From an optimization exercise on the open Yosys and OpenROAD flow, aimed at small area, a short achievable clock period and few clock cycles; shortcuts taken in it are not production practice. In this exercise RTL edits were held to simulation tests only and were not proved equivalent to the original.

==> flow/design.v <==
module bk_route #(
    parameter LOGN   = 5,
    parameter N      = 1 << LOGN,
    parameter STAGES = 2 * LOGN - 1,
    parameter CPS    = N / 2,
    parameter CELLS  = STAGES * CPS
) (
    input  wire                 clk,
    input  wire                 rst,
    input  wire                 start,
    input  wire [N-1:0]         conn_valid,
    input  wire [N*LOGN-1:0]    conn_out,
    output wire                 busy,
    output reg                  done,
    output wire [2*CELLS-1:0]   cells
);
    localparam [1:0] S_IDLE = 2'd0,
                     S_PAD  = 2'd1,
                     S_RUN  = 2'd2,
                     S_FIN  = 2'd3;
    reg [1:0]         state;
    reg [N*LOGN-1:0]  dst;         
    reg [N-1:0]       rl;          
    reg [N-1:0]       pth0, pth1, pth2;    
    reg [N-1:0]       colr;        
    reg [1:0]         level;
    reg [3:0]         cnt;
    reg [3:0]         qk;          
    reg [2*CELLS-1:0] cr;          
    assign busy = (state != S_IDLE);
    reg  pad, run;               
    reg  [3:0] lvoh;             
    wire lv0 = lvoh[0];
    wire lv1 = lvoh[1];
    wire lv2 = lvoh[2];
    wire lv3 = lvoh[3];
    wire lastc = lv0 ? (cnt == 4'd15) : (cnt[2:0] == 3'd7);
    integer m, j;
    function [N-1:0] lowest;      
        input [N-1:0] v;
        reg   [N-1:0] pre;
        integer i;
        begin
            pre = v;
            for (i = 1; i < N; i = i * 2) pre = pre | (pre << i);
            lowest = v & ~(pre << 1);
        end
    endfunction
    function [N-1:0] highest;     
        input [N-1:0] v;
        reg   [N-1:0] pre;
        integer i;
        begin
            pre = v;
            for (i = 1; i < N; i = i * 2) pre = pre | (pre >> i);
            highest = v & ~(pre >> 1);
        end
    endfunction
    function [LOGN-1:0] rd5;      
        input [N-1:0]      sel;
        input [N*LOGN-1:0] d;
        integer i;
        begin
            rd5 = 0;
            for (i = 0; i < N; i = i + 1)
                rd5 = rd5 | (d[i*LOGN +: LOGN] & {LOGN{sel[i]}});
        end
    endfunction
    function [LOGN-1:0] enc;      
        input [N-1:0] sel;
        integer i;
        begin
            enc = 0;
            for (i = 0; i < N; i = i + 1)
                if (sel[i]) enc = enc | i[LOGN-1:0];
        end
    endfunction
    function [N-1:0] inp;
        input [N-1:0] v;
        input [N-1:0] same;
        input [3:0]   lvl;
        reg   [N/2-1:0] b1;
        reg   [N/4-1:0] b2;
        reg   [N/8-1:0] b3;
        integer i;
        begin
            for (i = 0; i < N/2; i = i + 1) b1[i] = v[2*i] | v[2*i+1];
            for (i = 0; i < N/4; i = i + 1) b2[i] = b1[2*i] | b1[2*i+1];
            for (i = 0; i < N/8; i = i + 1) b3[i] = b2[2*i] | b2[2*i+1];
            for (i = 0; i < N; i = i + 1)
                inp[i] = same[i] & ((lvl[0] & v[i ^ 1]) | (lvl[1] & b1[(i >> 1) ^ 1]) |
                                    (lvl[2] & b2[(i >> 2) ^ 1]) | (lvl[3] & b3[(i >> 3) ^ 1]));
        end
    endfunction
    function [3:0] cidx;
        input       p0;
        input [1:0] p12;
        input [4:0] v;
        input [1:0] lvl;
        begin
            case (lvl)
                2'd0: cidx = v[4:1];
                2'd1: cidx = {p0, v[4:2]};
                2'd2: cidx = {p0, p12[0], v[4:3]};
                default: cidx = {p0, p12[0], p12[1], v[4]};
            endcase
        end
    endfunction
    wire [LOGN-1:0] lbit  = {1'b0, lvoh};
    wire [LOGN-1:0] cmask = pad ? 5'b11110 : {2'b11, lvoh[0] | lvoh[1] | lvoh[2], lvoh[0] | lvoh[1], lvoh[0]};
    wire [N-1:0]    dst4;
    wire [N-1:0]    d0b;
    genvar g;
    generate
        for (g = 0; g < N; g = g + 1) begin : d4
            assign dst4[g] = dst[g*LOGN + 4];
            assign d0b[g]  = dst[g*LOGN];
        end
    endgenerate
    reg [N-1:0]    uf  [0:1];     
    reg [N-1:0]    ug  [0:1];     
    reg            ust [0:1];     
    reg            uph [0:1];     
    reg [1:0]      up  [0:1];     
    wire [N-1:0]    rc   [0:1];   
    wire [N-1:0]    ri   [0:1];   
    wire [LOGN-1:0] udf  [0:1];   
    wire            meet [0:1];
    wire [N-1:0]    nst  [0:1];
    wire [1:0]      npth [0:1];
    wire            phe  [0:1];
    wire            act  [0:1];
    wire            usde [0:1];   
    wire            usdo [0:1];
    generate
        for (g = 0; g < 2; g = g + 1) begin : un
            reg [N-1:0] same;
            always @* begin
                for (m = 0; m < N; m = m + 1)
                    same[m] = lv0 | ((pth0[m] == g) && (lv1 || (pth1[m] == up[g][0] &&
                                                              (lv2 || pth2[m] == up[g][1]))));
            end
            assign act[g] = run && (g == 0 || !lv0);
            assign phe[g] = ust[g] ? 1'b1 : uph[g];
            assign udf[g] = rd5(uf[g], dst);
            wire [LOGN-1:0] t = pad ? (g ? {1'b1, ~qk[2:0], 1'b0} : {1'b0, qk[2:0], 1'b0}) : (udf[g] ^ lbit);
            reg  [N-1:0] hit;
            always @* begin
                for (m = 0; m < N; m = m + 1)
                    hit[m] = (pad ? rl[m] : same[m]) &&
                             (((dst[m*LOGN +: LOGN] ^ t) & cmask) == 0);
            end
            assign rc[g]   = hit;
            assign usde[g] = |(hit & ~d0b);
            assign usdo[g] = |(hit & d0b);
            assign ri[g]   = inp(ug[g], same, lvoh);
            assign meet[g] = |(rc[g] & ri[g]);
            wire [N-1:0] dom  = lv0 ? {N{1'b1}} : (g ? pth0 : ~pth0);
            wire [N-1:0] free = ~(colr | ug[g]) & dom;
            wire [N-1:0] f1   = lowest(free);
            wire [N-1:0] f2   = lowest(free & ~f1);
            wire         sel2 = |(f1 & ri[g]);
            assign nst[g]  = sel2 ? f2 : f1;
            assign npth[g] = sel2 ? {|(f2 & pth2), |(f2 & pth1)} : {|(f1 & pth2), |(f1 & pth1)};
        end
    endgenerate
    reg            wv  [0:1];
    reg [3:0]      wlv [0:1];
    reg [3:0]      wil [0:1];
    reg [1:0]      wp  [0:1];
    reg            wph [0:1];
    reg            wvl [0:1];
    reg            wrf [0:1];
    reg            wmt [0:1];
    reg            wri [0:1];
    reg            wi4 [0:1];
    reg            wd4 [0:1];
    reg  [1:0]  sl [0:1];
    reg  [1:0]  sf [0:1];
    reg  [15:0] ilo [0:1];
    reg  [15:0] ixo [0:1];
    reg  [1:0]  mv0 [0:1];       
    reg  [1:0]  mvc [0:1];       
    reg  [3:0]  il  [0:1];
    reg  [3:0]  ifs;
    reg  [4:0]  eg;
    reg         vl  [0:1];
    reg         rI  [0:1];
    integer u;
    reg       rC, rF, rG, el, ef, vf;
    always @* begin
        for (u = 0; u < 2; u = u + 1) begin
            rI[u] = |(ri[u] & rl);
            rF  = |(uf[u] & rl);
            rG  = |(ug[u] & rl);
            eg  = enc(ug[u]);
            ef  = rG | rI[u];
            vl[u] = |(udf[u][3:0] & lvoh) ~^ phe[u];
            vf  = |(eg[3:0] & lvoh) ~^ phe[u];
            sf[u] = {~ef, ef & vf};
            il[u] = lv0 ? udf[u][4:1] : lv1 ? {u[0], udf[u][4:2]} :
                    lv2 ? {u[0], up[u][0], udf[u][4:3]} : {u[0], up[u][0], up[u][1], udf[u][4]};
            ifs = lv1 ? {u[0], eg[4:2]} :
                  lv2 ? {u[0], up[u][0], eg[4:3]} : {u[0], up[u][0], up[u][1], eg[4]};
            ixo[u] = act[u] ? (16'd1 << ifs) : 16'd0;
            mv0[u] = {act[u] & lv3 & ust[u] & rF, (|uf[u][N-1:N/2]) ^ udf[u][4]};
            rC  = wmt[u] ? wri[u] : rG;
            el  = wrf[u] | rC;
            sl[u]  = {~el, el & wvl[u]};
            ilo[u] = wv[u] ? (16'd1 << wil[u]) : 16'd0;
            mvc[u] = {wv[u] & wlv[u][3] & (wri[u] | rC),
                      (wmt[u] ? wi4[u] : |ug[u][N-1:N/2]) ^ wd4[u]};
        end
    end
    reg [2*CELLS-1:0] cr_n;
    integer s, h;
    always @* begin
        cr_n = cr;
        for (j = 0; j < CPS; j = j + 1)
            if (wlv[0][0] && ilo[0][j]) cr_n[2*(8*CPS + j) +: 2] = sl[0];
        for (s = 1; s < 4; s = s + 1)
            for (j = 0; j < CPS; j = j + 1) begin
                h = j / 8;
                if (lvoh[s] && ixo[h][j]) cr_n[2*(s*CPS + j) +: 2]     = sf[h];
                if (wlv[h][s] && ilo[h][j]) cr_n[2*((8-s)*CPS + j) +: 2] = sl[h];
            end
        for (j = 0; j < CPS; j = j + 1) begin
            if (run && lv0) cr_n[2*(4*CPS + j) +: 2] = 2'b10;
            h = j / 8;
            if ({up[h][0], up[h][1]} == ((j / 2) % 4) && (j % 2) == 0 && mv0[h][1])
                cr_n[2*(4*CPS + j) +: 2] = {1'b0, mv0[h][0]};
            if ({wp[h][0], wp[h][1]} == ((j / 2) % 4) && (j % 2) == wph[h] && mvc[h][1])
                cr_n[2*(4*CPS + j) +: 2] = {1'b0, mvc[h][0]};
        end
    end
    generate
        for (g = 0; g < CPS; g = g + 1) begin : st0c
            wire r = rl[2*g] | rl[2*g+1];
            assign cells[2*g +: 2] = {~r, pth0[2*g] & r};
        end
    endgenerate
    assign cells[2*CELLS-1:2*CPS] = cr[2*CELLS-1:2*CPS];
    reg             pv, pfe, pfo, pfh, pfl;    
    reg [2:0]       pk;
    wire [N-1:0] ul1 = lowest(~colr);
    wire [N-1:0] ul2 = lowest(~colr & ~ul1);
    wire [N-1:0] uh1 = highest(~colr);
    wire [N-1:0] uh2 = highest(~colr & ~uh1);
    wire [N-1:0] wa  = (pv && (pfe || pfo)) ? ul1 : {N{1'b0}};
    wire [N-1:0] wb  = (pv && pfe && pfo)   ? ul2 : {N{1'b0}};
    wire [N-1:0] wc  = (pv && (pfh || pfl)) ? uh1 : {N{1'b0}};
    wire [N-1:0] wd  = (pv && pfh && pfl)   ? uh2 : {N{1'b0}};
    wire [LOGN-1:0] va = {1'b0, pk, ~pfe};
    wire [LOGN-1:0] vb = {1'b0, pk, 1'b1};
    wire [LOGN-1:0] vc = {1'b1, ~pk, pfh};
    wire [LOGN-1:0] vd = {1'b1, ~pk, 1'b0};
    reg [N-1:0] newc;
    always @* begin
        newc = 0;
        for (u = 0; u < 2; u = u + 1)
            if (act[u])
                newc = newc | ri[u] | ug[u];
    end
    always @(posedge clk) begin
        cr <= cr_n;
        for (u = 0; u < 2; u = u + 1) begin
            wv[u]  <= act[u];
            wlv[u] <= lvoh;
            wil[u] <= il[u];
            wp[u]  <= up[u];
            wph[u] <= phe[u];
            wvl[u] <= vl[u];
            wrf[u] <= |(uf[u] & rl);
            wmt[u] <= meet[u];
            wri[u] <= rI[u];
            wi4[u] <= |ri[u][N-1:N/2];
            wd4[u] <= udf[u][4];
        end
        for (u = 0; u < 2; u = u + 1) begin
            if (act[u]) begin
                uph[u] <= ~phe[u];
                for (m = 0; m < N; m = m + 1) begin
                    if (ri[u][m] | ug[u][m]) begin
                        case (level)
                            2'd0: pth0[m] <= ri[u][m] ? phe[u] : ~phe[u];
                            2'd1: pth1[m] <= ri[u][m] ? phe[u] : ~phe[u];
                            2'd2: pth2[m] <= ri[u][m] ? phe[u] : ~phe[u];
                            default: ;
                        endcase
                    end
                end
                ust[u] <= meet[u];
                if (meet[u]) begin
                    uf[u]  <= nst[u];
                    ug[u]  <= nst[u];
                    up[u]  <= npth[u];
                end else begin
                    uf[u]  <= ri[u];
                    ug[u]  <= rc[u];
                end
            end
            if (run && lastc) begin
                uf[u]  <= (u == 0) ? 32'h1 : 32'h2;
                ug[u]  <= (u == 0) ? 32'h1 : 32'h2;
                ust[u] <= 1'b1;
                up[u]  <= 2'b00;
            end
        end
        if (rst) begin
            pad   <= 1'b0;
            run   <= 1'b0;
            state <= S_IDLE;
            done  <= 1'b0;
            wv[0] <= 1'b0;
            wv[1] <= 1'b0;
        end else begin
            done <= 1'b0;
            case (state)
                S_IDLE: begin
                    dst    <= conn_out;
                    colr   <= (&conn_valid) ? {N{1'b0}} : conn_valid;
                    qk     <= 0;
                    pv     <= 1'b0;
                    level  <= 2'd0;
                    lvoh   <= 4'b0001;
                    cnt    <= 4'd0;
                    uf[0]  <= 32'h1;
                    ug[0]  <= 32'h1;
                    ust[0] <= 1'b1;
                    up[0]  <= 2'b00;
                    if (start) begin
                        rl <= conn_valid;
                        if (&conn_valid) begin
                            state <= S_RUN;
                            run   <= 1'b1;
                        end else begin
                            state <= S_PAD;
                            pad   <= 1'b1;
                        end
                    end
                end
                S_PAD: begin
                    for (m = 0; m < N; m = m + 1) begin
                        if (wa[m]) dst[m*LOGN +: LOGN] <= va;
                        if (wb[m]) dst[m*LOGN +: LOGN] <= vb;
                        if (wc[m]) dst[m*LOGN +: LOGN] <= vc;
                        if (wd[m]) dst[m*LOGN +: LOGN] <= vd;
                    end
                    qk  <= qk + 1'b1;
                    pk  <= qk[2:0];
                    pv  <= 1'b1;
                    pfe <= ~usde[0];
                    pfo <= ~usdo[0];
                    pfh <= ~usdo[1];
                    pfl <= ~usde[1];
                    if (&colr || qk[3]) begin
                        colr  <= 0;
                        state <= S_RUN;
                        pad   <= 1'b0;
                        run   <= 1'b1;
                    end else begin
                        colr  <= colr | wa | wb | wc | wd;
                    end
                end
                S_RUN: begin
                    cnt <= cnt + 1'b1;
                    if (lastc) begin
                        colr  <= 0;
                        cnt   <= 4'd0;
                        level <= level + 1'b1;
                        lvoh  <= {lvoh[2:0], lvoh[3]};
                        if (lv3) begin
                            state <= S_FIN;
                            run   <= 1'b0;
                        end
                    end else begin
                        colr  <= colr | newc;
                    end
                end
                S_FIN: begin
                    done  <= 1'b1;
                    state <= S_IDLE;
                end
                default: state <= S_IDLE;
            endcase
        end
    end
endmodule
==> flow/run.sh <==
#!/bin/bash
# synth_recipe.tcl (not shown) runs the flow's synth.tcl, then flattens the netlist and writes it again
# the make line also repeats each setting of config.mk as NAME=value (left out here)
make -C /OpenROAD-flow-scripts/flow DESIGN_CONFIG=/design/flow/config.mk WORK_HOME=/design/flow/orfs CLKGATE_MAP_FILE= SYNTH_SCRIPT=/design/flow/synth_recipe.tcl finish
==> flow/config.mk <==
export PLATFORM = sky130hd
export DESIGN_NAME = bk_route
export DESIGN_NICKNAME = bk_route
export VERILOG_FILES = /design/flow/design.v
export SDC_FILE = /design/flow/constraint.sdc
export NUM_CORES = 4
export LEC_CHECK = 0
export ABC_AREA = 1
export CAP_MARGIN = 20
export CORE_MARGIN = 2
export CORE_UTILIZATION = 37
export PLACE_DENSITY = 0.6
export SETUP_SLACK_MARGIN = 3.5
export SLEW_MARGIN = 20
==> flow/constraint.sdc <==
create_clock -name core_clock -period 8.0 [get_ports {clk}]
set_input_delay 1.6000 -clock core_clock [delete_from_list [all_inputs] [get_ports {clk}]]
set_output_delay 1.6000 -clock core_clock [all_outputs]
set_load 0.01 [all_outputs]
==> flow_summary.json <==
{
  "outcome": "finished with violations",
  "so_faults": "max-capacitance violations, max-slew violations",
  "clk_path_buf_depth": 3,
  "cts_tree": "yes",
  "crit_fanout": 25,
  "fin_nets": 9707,
  "cap_violations": 1,
  "period_minus_slack_ns": 6.11,
  "pin_count": 485,
  "wire_per_inst_um": 39.6,
  "route.detailed.drc": 0,
  "root_buffer": "clkbuf_16",
  "crit_end": "uf[0][6]$_DFF_P_",
  "synth_common_cells": "2264 x nand2_1, 1068 x nor2_1, 1027 x inv_1",
  "report.final.setup_viol": 0,
  "grt_remaining_overflow": 0,
  "die_x_um": 402,
  "busiest_layer": "met2",
  "slew_headroom_pct": -46.9,
  "yosysMostFrequentCell": "nand2_1",
  "insertion_delay_ns": 0.79,
  "core_area_um2": 158000,
  "syn_area_per_cell_um2": 6.59,
  "met1_usage_pct": 60.0,
  "vias": 77500,
  "grt_util_met3_pct": 25.4,
  "synth_edf_count": 488,
  "timing.hold.ws_ns": 0.481,
  "rsz0062_at_grt": "true",
  "cts-htree-levels": 3,
  "cp.arrival_ns": 6.72,
  "clk_pin_slew_ns": 0.06,
  "crit_type": "reg -> reg",
  "hold_viol": 0,
  "hp-start": "cr[135]$_SDFFE_PP0P_",
  "cp-start-kind": "flop",
  "initial_core_util_pct": 37.2,
  "period_share_pct": 76.4,
  "muxShareOfSynthArea_pct": 0.767,
  "post-dp-hpwl_um": 354000,
  "first_global_vias": 70400,
  "place_congestion": 1.18,
  "synth_compound_area_share_pct": 16.6,
  "vias_per_cell": 6.65,
  "cts_buffers": 88,
  "endpoint_kind": "flop",
  "timing.rr.start": "lvoh[2]$_SDFFCE_PN0P_",
  "synth_cell_types": 79,
  "die_area_um2": 162000,
  "synth_adder_area_share_pct": 0.405,
  "grt_max_degree": 105,
  "drive_gt1_share_pct": 14.3,
  "wl_um": 461000,
  "grt.total_usage_pct": 54.3,
  "synth-simple-area-share_pct": 34.2,
  "async_reset_ff_share_pct": 0,
  "fin_skew_ns": 0.0533,
  "synth_top_family_by_area": "simple AND/OR/NAND/NOR gates",
  "mappedNetlistArea_um2": 58700,
  "synthTopCellsByArea": "edfxtp_1 25%, nand2_1 14%, dfxtp_1 9.6%, nor2_1 6.8%, nand3_1 6.6%",
  "multi_input_area_um2": 35700,
  "firstDrtPassIters": 12,
  "ant_nets": 0,
  "crit_start": "lvoh[2]$_SDFFCE_PN0P_",
  "critPathRequiredTime_ns": 8.60,
  "regArea_um2": 20300,
  "worstRegToRegCells": 20,
  "tns_ns": 0,
  "yosysTopAreaCellShare_pct": 24.9,
  "fillCellCount": 15900,
  "syn_nets": 9123,
  "r2r_setup_slack_ns": 1.89,
  "grt_pass1_wl_um": 603000,
  "drv_slew": 3,
  "synth-main-ff-cell": "edfxtp_1",
  "yosysWarnings": 26,
  "die_height_um": 402,
  "max_freq_mhz": 164,
  "areaGrowthSynthToFinish_pct": 28.6,
  "max_slew.worst_pin.slew_ns": 2.18,
  "reg2reg_to": "uf[0][6]$_DFF_P_",
  "grt_util_met2_pct": 76.1,
  "drtIter0Drc": 13500,
  "synth_top_area_cell": "edfxtp_1",
  "synth_xor_xnor_area_share_pct": 3.09,
  "portBuffers": 484,
  "syn_inst": 8909,
  "cts_sinks": 771,
  "synth-seq-cells": 771,
  "antenna_found_initial": 43,
  "hold_class": "reg -> reg",
  "synth.yosys.seq_area_share_pct": 34.6,
  "num_rows": 146,
  "hold_buffers": 0
}
## logic make-up (layout without fill, tap and decap cells)
family / after synthesis / after routing
simple gates: 4678 / 4682
compound gates: 1676 / 1676
buf+inv: 1513 / 2164
flops: 771 / 771
xor+xnor: 207 / 207
mux: 45 / 45
fa+ha+maj: 19 / 19
other cells: 0 / 21
## cells in the final DEF (no fill, tap or decap), types with 88 or more instances in the layout
cell type / count
nand2_1: 2172
nor2_1: 988
inv_1: 972
nand3_1: 608
a21oi_1: 511
edfxtp_1: 488
clkdlybuf4s50_1: 484
o21ai_0: 469
buf_4: 334
dfxtp_1: 276
nand4_1: 208
o22ai_1: 150
nand3_2: 140
xor2_1: 112
clkbuf_16: 100
nor3_1: 96
xnor2_1: 94
nand2_2: 88
## critical path: stages, from the launching register on
cell and delay (ns):
edfxtp_1 0.38, buf_12 0.15, buf_4 0.38, buf_4 0.56, a21oi_1 0.07, o21ai_0 0.10
nand2_1 0.07, a21boi_0 1.60, nand2_1 0.70, nor2_1 0.26, nor2_1 0.07, nand2_1 0.06
nor2_1 0.05, nand3_2 0.08, buf_4 0.32, inv_2 0.04, buf_4 0.28, o21ai_4 0.47
nand2_8 0.09, o21ai_4 0.09, a21oi_1 0.07
## per-stage QoR
stage / area (µm²) / cells / setup WS, ns / utilization (%)
floorplan: 58700 / 8909 / 4.27 / -
global placement: 65900 / 11200 / 1.63 / 41.7
detailed placement: 66000 / 11200 / 1.65 / 41.8
CTS: 73400 / 11600 / 2.95 / 46.5
global route: 75500 / 11600 / 2.05 / 47.8
finish: 75500 / 11700 / 1.89 / 47.8
## registers in the layout, indices dropped and copies added (netlist names), 8 cells and up
register	flops
uf	64
pth2	32
rl	32
ug	64
pth1	32
dst	160
colr	32
cr	256
pth0	32
wil	8
## per-layer routing
layer	up-vias	wire length (µm)
met4	28	56300
li1	31100	-
met5	-	309
met2	7539	180000
met1	36300	152000
met3	2490	72600
## final cells by class
class	count	share of cell area, %
Multi-Input combinational cell	6629	47.3
Clock inverter	49	0.949
Inverter	1072	5.47
Sequential cell	771	26.9
Clock buffer	112	3.15
Timing Repair inverter	2	0.0199
Antenna cell	21	0.0696
Timing Repair Buffer	929	12.7
Tap cell	2072	3.43
## worst min-delay path by stage
| stage | endpoint | slack, ns | depth (start not counted) |
|---|---|---|---|
| finish | cr[135]$_SDFFE_PP0P_ | 0.48 | 2 |
| global route | wp[1][1]$_DFF_P_ | 0.49 | 0 |
| CTS | uf[1][1]$_SDFFE_PP1P_ | 0.48 | 2 |
| detailed placement | uf[1][1]$_SDFFE_PP1P_ | 0.46 | 2 |
| global placement | cr[131]$_SDFFE_PP0P_ | 0.46 | 2 |
| floorplan | wp[0][1]$_DFF_P_ | 0.33 | 0 |
## what timing repair did
action	CTS	global route
buffers inserted	147	55
gates resized for setup	577	272
gates cloned	29	15
endpoints found under the setup margin	464	399
pin swaps	105	129
Testbench counts, summed over its fixed seeds: cycles 17,376.

what the ideal ports hide:
Ports are ideal in the flow. The routed layout listed here was re-timed in OpenROAD.
Step 1 assumes that a clkbuf_16 drives the clock port and a buf_2 every other input.
Step 2 moves the port delays by t, midway between the first and last clock arrival at a register: inputs arrive t later, outputs are due t later. That takes back most of the time a late clock gives input paths.
Three values: ideal ports, drivers, drivers and shift; two values: the first two.
shift t [ns]: 0.851
setup WS [ns]: 1.887 / 1.887 / 1.887
pins driven straight from the clock port: 1
The setup slack of this run moves by 0.000 ns with the drivers and by 0.000 ns with both steps.
